Source: an optimization exercise on an open RTL-to-GDS flow (aim: small area and a short achievable clock period). Production flows keep margins and buffers that such runs may drop.
In this exercise RTL edits were held to simulation tests only and were not proved equivalent to the original.

## dec79_codec
module dec79_codec (
    input  wire        clk,
    input  wire        rst,             
    input  wire        enc_in_valid,
    input  wire [63:0] enc_in_data,
    output wire        enc_out_valid,
    output wire [78:0] enc_out_word,
    input  wire        dec_in_valid,
    input  wire [78:0] dec_in_word,
    output wire        dec_out_valid,
    output wire [78:0] dec_out_word,
    output wire [1:0]  dec_out_nfix,
    output wire        dec_out_uncorr
);
clock: 22.0 ns
lec_check: 0
cap_margin: 20
core_margin: 2
core_utilization: 60
cts_cluster_diameter: 120
cts_cluster_size: 24
place_density: 0.75
setup_slack_margin: 0.4
slew_margin: 20
standard.sh (not shown) runs the stock make flow with config.mk's settings and CLKGATE_MAP_FILE= SYNTH_SCRIPT=/design/flow/synth_recipe.tcl, a recipe that flattens the netlist after the stock synthesis.
==> flow/flow/run.sh <==
#!/bin/bash
MARGIN=16.5
W=$PWD
{
  echo "proc abc {args} { set i [lsearch -exact \$args -script]; if {\$i >= 0} { lset args [expr {\$i + 1}] $W/flow/abc.script }; yosys abc {*}\$args }"
  cat synth_recipe.tcl
} > own_synth.tcl
export BUFFER_PORTS_ARGS="-buffer_cell sky130_fd_sc_hd__buf_1"
sed -e "s/SETUP_SLACK_MARGIN=[-0-9.]*/SETUP_SLACK_MARGIN=$MARGIN/" \
    -e "s#SYNTH_SCRIPT=[^ ]*#SYNTH_SCRIPT=$W/own_synth.tcl#" standard.sh > own_standard.sh
bash own_standard.sh > standard.log 2>&1
==> flow/flow/abc.script <==
strash
&get -n
&deepsyn -T 60
&put
dch
map -a
mfs
map -a
topo
Then changed:
==> flow/flow/abc.script (replaced) <==
strash
dch
map -a
mfs
map -a
mfs
map -a
topo
Effect:
- The new run produced a clean layout
- wire length rises by a few percent
- utilization rises by 1.0 points
- worst setup slack got worse by 0.024 ns

---

## v48
dec79_codec, a different RTL version from the one above (not shown whole).
Size in the first run: about 1,800 cells after synthesis, about 410 flip-flops, ~310 I/O pins, ~19,000 um^2 of cells after synthesis.
export LEC_CHECK = 0
export CAP_MARGIN = 20
export CORE_MARGIN = 2
export CORE_UTILIZATION = 40
export PLACE_DENSITY = 0.6
export SETUP_SLACK_MARGIN = 0.4
export SLEW_MARGIN = 20
create_clock -name core_clock -period 22.0 [get_ports {clk}]
==> flow/flow/run.sh <==
#!/bin/bash
MARGIN=${MARGIN:-16.5}
export BUFFER_PORTS_ARGS="-buffer_cell sky130_fd_sc_hd__buf_1"
sed -e "s/SETUP_SLACK_MARGIN=[-0-9.]*/SETUP_SLACK_MARGIN=$MARGIN/" standard.sh > standard_margin.sh
bash standard_margin.sh > standard.log 2>&1
v48 ended with every stage complete and zero timing, DRC or antenna violations.
--- input diff v48..v15 ---
diff --git a/flow/flow/run.sh b/flow/flow/run.sh
--- a/flow/flow/run.sh
+++ b/flow/flow/run.sh
@@ -1,3 +1,3 @@
 #!/bin/bash
-MARGIN=${MARGIN:-16.5}
+MARGIN=${MARGIN:-17.5}
 export BUFFER_PORTS_ARGS="-buffer_cell sky130_fd_sc_hd__buf_1"
==> run notes <==
On footprint of the flip-flops and latches: between v48 and v15, it ends up higher for v15. Starting density of the core: v15 vs v48 identical. v48 → v15: maximum cell stage delay along the critical path up 0.02 ns; buffers inserted during post-CTS setup optimization up 69; width of the chip flat; met2 wire length up about 11%. dec_out_word[64] as the endpoint of the most critical setup path was reported by v48, and dec_out_word[44] by v15. v15 ends up with a global-route wire length before repair that is 7.9% higher than in v48.
Input-level comparison between v36 and v15:
Settings: changing CORE_UTILIZATION from 40 to 60; changing PLACE_DENSITY from 0.6 to 0.75.
diff --git a/flow/flow/run.sh b/flow/flow/run.sh
--- a/flow/flow/run.sh
+++ b/flow/flow/run.sh
@@ -1,3 +1,3 @@
 #!/bin/bash
-MARGIN=${MARGIN:-17.5}
+MARGIN=${MARGIN:-16.5}
 export BUFFER_PORTS_ARGS="-buffer_cell sky130_fd_sc_hd__buf_1"
Notes after the runs:
- Post-place instance area in v36 vs v15: down 490 um^2
- v36 vs v15: met3 layer wire length in the routed design up by a few percent
- Via count, v36 and v15, higher one = v15.
- Post-route minimum period in v36 is 0.016 ns below v15.
- Post-route core utilization: v36 vs v15 up 14 points
Here is what was changed in the inputs of v22 compared with v36.
Settings: PLACE_DENSITY: 0.75 -> 0.6; CORE_UTILIZATION: 60 -> 40.
diff --git a/flow/flow/run.sh b/flow/flow/run.sh
--- a/flow/flow/run.sh
+++ b/flow/flow/run.sh
@@ -1,3 +1,3 @@
 #!/bin/bash
-MARGIN=${MARGIN:-16.5}
+MARGIN=${MARGIN:-17.0}
 export BUFFER_PORTS_ARGS="-buffer_cell sky130_fd_sc_hd__buf_1"
==> comparison <==
Routed metal-1 wire length | v22 above v36
Average via count per standard cell was higher in the run labelled v36.
STATUS final area: v22 loses against v36
Detail-routed net length per standard cell in v22 vs v36: down 4.9%

## re-timing with driven ports
No port has a modelled driver above. Below, the same layouts with a new extraction and two added sets of constraints. Step 1: set_driving_cell puts a clkbuf_16 on clk and a buf_2 on each other input, an assumption about the parent block. Step 2 also shifts input and output timing later by t, the mid clock arrival at the registers, as if the neighbouring blocks saw the same clock. Three values: ideal ports, drivers, drivers and shift; two values: the first two.
| run | t (ns) | setup slack, ns | slew at the worst register clock pin (ns) | worst slew at a driven data input, ns | pins driven straight from the clock port |
|---|---|---|---|---|---|
| the first run of note 1 | 0.595 | 16.528 / 16.475 / 16.702 | 0.10 / 0.10 | 0.08 | 1 |
| the second run of note 1 | 0.595 | 16.505 / 16.453 / 16.729 | 0.10 / 0.10 | 0.08 | 1 |
| v48 | 0.623 | 16.494 / 16.440 / 16.719 | 0.07 / 0.07 | 0.09 | 1 |
| v15 | 0.625 | 16.486 / 16.432 / 17.057 | 0.07 / 0.07 | 0.11 | 1 |
| v36 | 0.593 | 16.502 / 16.450 / 16.675 | 0.07 / 0.07 | 0.07 | 1 |
| v22 | 0.625 | 16.491 / 16.437 / 17.062 | 0.07 / 0.07 | 0.09 | 1 |
After both steps every run listed still meets setup and hold.
